Context: an optimization exercise on an open-source flow, tuned for small area and a short achievable clock period. The choices shown serve that exercise and are no tape-out recipe. The RTL was checked by simulation tests, not by an equivalence proof against the original design.

==> inputs of run H <==
Design sincos_unit, start of the top module:
module sincos_unit (
    input  wire        clk,
    input  wire        rst,
    input  wire        in_valid,
    input  wire [15:0] in_angle,
    output reg         out_valid,
    output wire [31:0] out_sin,
    output wire [31:0] out_cos
);
    reg        s1_valid;
    reg [15:0] s1_angle;
    always @(posedge clk) begin
        if (rst)
            s1_valid <= 1'b0;
        else
            s1_valid <= in_valid;
        s1_angle <= in_angle;
    end
    wire        odd = s1_angle[13];
    wire [12:0] uf  = s1_angle[12:0] ^ {13{odd}};
    wire [4:0]  wl  = {1'b0, uf[3:0]} + {4'd0, odd};       
    wire [4:0]  wh  = {1'b0, ~uf[3:0]} + {4'd0, ~odd};     
    wire [18:0] kl, kh;
    wire [9:0]  sl, sh;
    wire [2:0]  rl, rh;
    sine_quarter_rom rom (.s(uf[12:6]), .kl(kl), .sl(sl), .rl(rl), .kh(kh), .sh(sh), .rh(rh));
    wire [1:0]  ol = uf[5:4];
    wire [1:0]  oh = ~uf[5:4];
    wire [1:0]  c2l, c2h;
    wire        cyl, cyh, r0l, r0h, r1l, r1h;
    sine_seg_prep prep_lo (.o(ol), .k(kl[1:0]), .sl(sl[1:0]), .r(rl), .c2(c2l), .cy(cyl), .r0(r0l), .r1(r1l));
    sine_seg_prep prep_hi (.o(oh), .k(kh[1:0]), .sl(sh[1:0]), .r(rh), .c2(c2h), .cy(cyh), .r0(r0h), .r1(r1h));
    reg        s2_valid;
    reg [1:0]  s2_ol, s2_oh;
    reg [4:0]  s2_wl, s2_wh;
    reg [16:0] s2_kl, s2_kh;
    reg [8:0]  s2_sl, s2_sh;
    reg [1:0]  s2_c2l, s2_c2h;
    reg        s2_cyl, s2_cyh, s2_r0l, s2_r0h, s2_r1l, s2_r1h;
    reg        s2_sin_lo, s2_sin_neg, s2_cos_neg;
    always @(posedge clk) begin
  ...
==> module sincos_unit, before the edit <==
module sincos_unit (
    input  wire        clk,
    input  wire        rst,
    input  wire        in_valid,
    input  wire [15:0] in_angle,
    output reg         out_valid,
    output wire [31:0] out_sin,
    output wire [31:0] out_cos
);
    reg        s1_valid;
    reg [15:0] s1_angle;
    always @(posedge clk) begin
        if (rst)
            s1_valid <= 1'b0;
        else
            s1_valid <= in_valid;
        s1_angle <= in_angle;
    end
    wire        odd = s1_angle[13];
    wire [12:0] uf  = s1_angle[12:0] ^ {13{odd}};
    wire [4:0]  wl  = {1'b0, uf[3:0]} + {4'd0, odd};       
    wire [4:0]  wh  = {1'b0, ~uf[3:0]} + {4'd0, ~odd};     
    wire [18:0] kl, kh;
    wire [9:0]  sl, sh;
    wire [2:0]  rl, rh;
    sine_quarter_rom rom (.s(uf[12:6]), .kl(kl), .sl(sl), .rl(rl), .kh(kh), .sh(sh), .rh(rh));
    wire [1:0]  ol = uf[5:4];
    wire [1:0]  oh = ~uf[5:4];
    wire [1:0]  c2l, c2h;
    wire        cyl, cyh, r0l, r0h, r1l, r1h;
    sine_seg_prep prep_lo (.o(ol), .k(kl[1:0]), .sl(sl[1:0]), .r(rl), .c2(c2l), .cy(cyl), .r0(r0l), .r1(r1l));
    sine_seg_prep prep_hi (.o(oh), .k(kh[1:0]), .sl(sh[1:0]), .r(rh), .c2(c2h), .cy(cyh), .r0(r0h), .r1(r1h));
    reg        s2_valid;
    reg [1:0]  s2_ol, s2_oh;
    reg [4:0]  s2_wl, s2_wh;
    reg [16:0] s2_kl, s2_kh;
    reg [8:0]  s2_sl, s2_sh;
    reg [1:0]  s2_c2l, s2_c2h;
    reg        s2_cyl, s2_cyh, s2_r0l, s2_r0h, s2_r1l, s2_r1h;
    reg        s2_sin_lo, s2_sin_neg, s2_cos_neg;
    always @(posedge clk) begin
        if (rst)
            s2_valid <= 1'b0;
        else
            s2_valid <= s1_valid;
        s2_ol      <= ol;
        s2_oh      <= oh;
        s2_wl      <= wl;
        s2_wh      <= wh;
        s2_kl      <= kl[18:2];
        s2_sl      <= sl[9:1];
        s2_c2l     <= c2l;
        s2_cyl     <= cyl;
        s2_r0l     <= r0l;
        s2_r1l     <= r1l;
        s2_kh      <= kh[18:2];
        s2_sh      <= sh[9:1];
        s2_c2h     <= c2h;
        s2_cyh     <= cyh;
        s2_r0h     <= r0h;
        s2_r1h     <= r1h;
        s2_sin_lo  <= ~(s1_angle[14] ^ s1_angle[13]);
        s2_sin_neg <= s1_angle[15];
        s2_cos_neg <= s1_angle[15] ^ s1_angle[14];
    end
    wire [16:0] al, ah;
    wire [12:0] pl, ph;
    wire [5:0]  xl, xh;
    sine_seg_parts pt_lo (.o(s2_ol), .ka(s2_kl), .sa(s2_sl), .c2(s2_c2l), .cy(s2_cyl), .r0(s2_r0l),
                          .r1(s2_r1l), .wt(s2_wl), .wc(s2_wh), .a(al), .p(pl), .x(xl));
    sine_seg_parts pt_hi (.o(s2_oh), .ka(s2_kh), .sa(s2_sh), .c2(s2_c2h), .cy(s2_cyh), .r0(s2_r0h),
                          .r1(s2_r1h), .wt(s2_wh), .wc(s2_wl), .a(ah), .p(ph), .x(xh));
    reg        s3_valid;
    reg [16:0] s3_al, s3_ah;
    reg [12:0] s3_pl, s3_ph;
    reg [5:0]  s3_xl, s3_xh;
    reg        s3_sin_lo, s3_sin_neg, s3_cos_neg;
    always @(posedge clk) begin
        if (rst)
            s3_valid <= 1'b0;
        else
            s3_valid <= s2_valid;
        s3_al      <= al;
        s3_pl      <= pl;
        s3_xl      <= xl;
        s3_ah      <= ah;
        s3_ph      <= ph;
        s3_xh      <= xh;
        s3_sin_lo  <= s2_sin_lo;
        s3_sin_neg <= s2_sin_neg;
        s3_cos_neg <= s2_cos_neg;
    end
    wire [20:0] mag_lo;
    wire [20:0] mag_hi;
    sine_seg_sum sm_lo (.a(s3_al), .p(s3_pl), .x(s3_xl), .mag(mag_lo));
    sine_seg_sum sm_hi (.a(s3_ah), .p(s3_ph), .x(s3_xh), .mag(mag_hi));
    reg        s4_valid;
    reg [20:0] s4_lo;
    reg [19:0] s4_hi;
    reg        s4_sin_lo, s4_sin_neg, s4_cos_neg;
    always @(posedge clk) begin
        if (rst)
            s4_valid <= 1'b0;
        else
            s4_valid <= s3_valid;
        s4_lo      <= mag_lo;
        s4_hi      <= mag_hi[19:0];     
        s4_sin_lo  <= s3_sin_lo;
        s4_sin_neg <= s3_sin_neg;
        s4_cos_neg <= s3_cos_neg;
    end
    wire [30:0] f_lo;
    wire [30:0] f_hi = {8'd126, s4_hi, 3'b000};
    fix_to_f32 cv (.m(s4_lo), .f(f_lo));
    wire        lo_zero = (s4_lo == 21'd0);
    reg  [28:0] o_sin, o_cos;
    always @(posedge clk) begin
        if (rst)
            out_valid <= 1'b0;
        else
            out_valid <= s4_valid;
        o_sin <= s4_sin_lo ? {s4_sin_neg & ~lo_zero, f_lo[30:3]} : {s4_sin_neg, f_hi[30:3]};
        o_cos <= s4_sin_lo ? {s4_cos_neg, f_hi[30:3]} : {s4_cos_neg & ~lo_zero, f_lo[30:3]};
    end
    assign out_sin = {o_sin, 3'b000};
    assign out_cos = {o_cos, 3'b000};
endmodule
Settings: LEC_CHECK=0, ABC_AREA=1, CAP_MARGIN=40, CORE_AREA=5 5 215 215, DIE_AREA=0 0 220 220, PLACE_DENSITY=0.6, SLEW_MARGIN=40, SYNTH_MEMORY_MAX_BITS=131072; clock period 13.0 ns.
standard.sh (not shown) runs the stock make flow with config.mk's settings and CLKGATE_MAP_FILE= SYNTH_SCRIPT=/design/flow/synth_recipe.tcl, a recipe that flattens the netlist after the stock synthesis.
==> flow/flow/run.sh <==
#!/bin/bash
# Layout: the standard flow, with timing repair asked to leave 8 ns of setup slack
# (aiming at a 5 ns path) instead of none. The clock and constraints are unchanged.
set -euo pipefail
bash standard.sh SETUP_SLACK_MARGIN=8 finish > standard_flow.log 2>&1
==> inputs of run E, as changes to run H <==
--- a/flow/design.v
+++ b/flow/design.v
@@ -275,17 +275,12 @@
     sine_quarter_rom rom (.s(uf[12:6]), .kl(kl), .sl(sl), .rl(rl), .kh(kh), .sh(sh), .rh(rh));
     wire [1:0]  ol = uf[5:4];
     wire [1:0]  oh = ~uf[5:4];
-    wire [1:0]  c2l, c2h;
-    wire        cyl, cyh, r0l, r0h, r1l, r1h;
-    sine_seg_prep prep_lo (.o(ol), .k(kl[1:0]), .sl(sl[1:0]), .r(rl), .c2(c2l), .cy(cyl), .r0(r0l), .r1(r1l));
-    sine_seg_prep prep_hi (.o(oh), .k(kh[1:0]), .sl(sh[1:0]), .r(rh), .c2(c2h), .cy(cyh), .r0(r0h), .r1(r1h));
     reg        s2_valid;
     reg [1:0]  s2_ol, s2_oh;
     reg [4:0]  s2_wl, s2_wh;
-    reg [16:0] s2_kl, s2_kh;
-    reg [8:0]  s2_sl, s2_sh;
-    reg [1:0]  s2_c2l, s2_c2h;
-    reg        s2_cyl, s2_cyh, s2_r0l, s2_r0h, s2_r1l, s2_r1h;
+    reg [18:0] s2_kl, s2_kh;
+    reg [9:0]  s2_sl, s2_sh;
+    reg [2:0]  s2_rl, s2_rh;
     reg        s2_sin_lo, s2_sin_neg, s2_cos_neg;
     always @(posedge clk) begin
         if (rst)
@@ -296,29 +291,27 @@
         s2_oh      <= oh;
         s2_wl      <= wl;
         s2_wh      <= wh;
-        s2_kl      <= kl[18:2];
-        s2_sl      <= sl[9:1];
-        s2_c2l     <= c2l;
-        s2_cyl     <= cyl;
-        s2_r0l     <= r0l;
-        s2_r1l     <= r1l;
-        s2_kh      <= kh[18:2];
-        s2_sh      <= sh[9:1];
-        s2_c2h     <= c2h;
-        s2_cyh     <= cyh;
-        s2_r0h     <= r0h;
-        s2_r1h     <= r1h;
+        s2_kl      <= kl;
+        s2_sl      <= sl;
+        s2_rl      <= rl;
+        s2_kh      <= kh;
+        s2_sh      <= sh;
+        s2_rh      <= rh;
         s2_sin_lo  <= ~(s1_angle[14] ^ s1_angle[13]);
         s2_sin_neg <= s1_angle[15];
         s2_cos_neg <= s1_angle[15] ^ s1_angle[14];
     end
+    wire [1:0]  c2l, c2h;
+    wire        cyl, cyh, r0l, r0h, r1l, r1h;
+    sine_seg_prep prep_lo (.o(s2_ol), .k(s2_kl[1:0]), .sl(s2_sl[1:0]), .r(s2_rl), .c2(c2l), .cy(cyl), .r0(r0l), .r1(r1l));
+    sine_seg_prep prep_hi (.o(s2_oh), .k(s2_kh[1:0]), .sl(s2_sh[1:0]), .r(s2_rh), .c2(c2h), .cy(cyh), .r0(r0h), .r1(r1h));
     wire [16:0] al, ah;
     wire [12:0] pl, ph;
     wire [5:0]  xl, xh;
-    sine_seg_parts pt_lo (.o(s2_ol), .ka(s2_kl), .sa(s2_sl), .c2(s2_c2l), .cy(s2_cyl), .r0(s2_r0l),
-                          .r1(s2_r1l), .wt(s2_wl), .wc(s2_wh), .a(al), .p(pl), .x(xl));
-    sine_seg_parts pt_hi (.o(s2_oh), .ka(s2_kh), .sa(s2_sh), .c2(s2_c2h), .cy(s2_cyh), .r0(s2_r0h),
-                          .r1(s2_r1h), .wt(s2_wh), .wc(s2_wl), .a(ah), .p(ph), .x(xh));
+    sine_seg_parts pt_lo (.o(s2_ol), .ka(s2_kl[18:2]), .sa(s2_sl[9:1]), .c2(c2l), .cy(cyl), .r0(r0l),
+                          .r1(r1l), .wt(s2_wl), .wc(s2_wh), .a(al), .p(pl), .x(xl));
+    sine_seg_parts pt_hi (.o(s2_oh), .ka(s2_kh[18:2]), .sa(s2_sh[9:1]), .c2(c2h), .cy(cyh), .r0(r0h),
+                          .r1(r1h), .wt(s2_wh), .wc(s2_wl), .a(ah), .p(ph), .x(xh));
     reg        s3_valid;
     reg [16:0] s3_al, s3_ah;
     reg [12:0] s3_pl, s3_ph;
==> flow/flow/run.sh (replaced) <==
#!/bin/bash
# Layout: the standard flow, with timing repair asked to leave 9.25 ns of setup slack
# (aiming at a 3.75 ns path) instead of none. The clock and constraints are unchanged.
set -euo pipefail
bash standard.sh SETUP_SLACK_MARGIN=9.25 finish > standard_flow.log 2>&1
==> reports/qor.yml <==
top_layer: "met5"
outcome: "no timing/DRC/antenna violations"
pwr.group.clock_mw: 0.935
nFlopsAndLatches: 273
dp_hpwl_um: 68900
arrival_ns: 5.28
path_clk_slew_ns: 0.06
cts_resized: 0
clock_sinks: 273
p_sw_mw: 2.24
seq-cell-share: 0.245
p_int_mw: 2.67
r2r_end: "s2_c2h[0]"
multi_input_area_sq_mm: 0.0125
hold_path_end: "s3_cos_neg"
synth_compound_area_frac: 0.178
path_cells: "buf_4, inv_2, nand2_1, nand2_4, inv_4, buf_4, nor2_1, nor2_1, nor2_1, o21ai_1, o311ai_1, nor2_1, inv_1, o21ai_1, inv_2, ha_1, inv_1, nor2_1, o21bai_1, nand2_1, nand2_1, nand2_1, o311ai_1"
vias_per_cell: 6.22
(the above is from run H)
==> reports/qor.yml <==
vias_per_cell: 6.21
top_layer: "met4"
nFlopsAndLatches: 275
pwr.group.clock_mw: 0.885
synth_compound_area_frac: 0.178
outcome: "no timing/DRC/antenna violations"
synth_top_area_frac: 0.277
path_clk_slew_ns: 0.07
clock_sinks: 275
seq-cell-share: 0.249
synth-simple-area-share: 0.230
p_sw_mw: 2.48
hold_path_end: "s4_cos_neg"
r2r_end: "s2_kl[7]"
arrival_ns: 4.33
cts_resized: 246
multi_input_area_sq_mm: 0.0125
dp_hpwl_um: 76300
grt_remaining_overflow: 0
p_int_mw: 2.60
(the above is from run E)

## afterwards: timing with drivers on the ports
How much do the figures lean on ideal ports? The routed layouts below were timed once more, with nothing changed but the port constraints.
Step 1 assumes that a clkbuf_16 drives the clock port and a buf_2 every other input.
Step 2 times the ports against the registers' clock, not the clock port: input delays grow and output delays shrink by t, the midpoint of the rising clock arrivals with the driver on.
Three values: ideal, step 1, step 2; two values: the first two.
| run | t, ns | setup WS [ns] | hold slack, ns |
|---|---|---|---|
| run H | 0.649 | 8.152 / 8.152 / 8.152 | 0.328 / 0.328 / 0.328 |
| run E | 0.669 | 9.224 / 9.211 / 9.224 | 0.330 / 0.330 / 0.330 |
After both steps setup and hold are still met in every run listed.
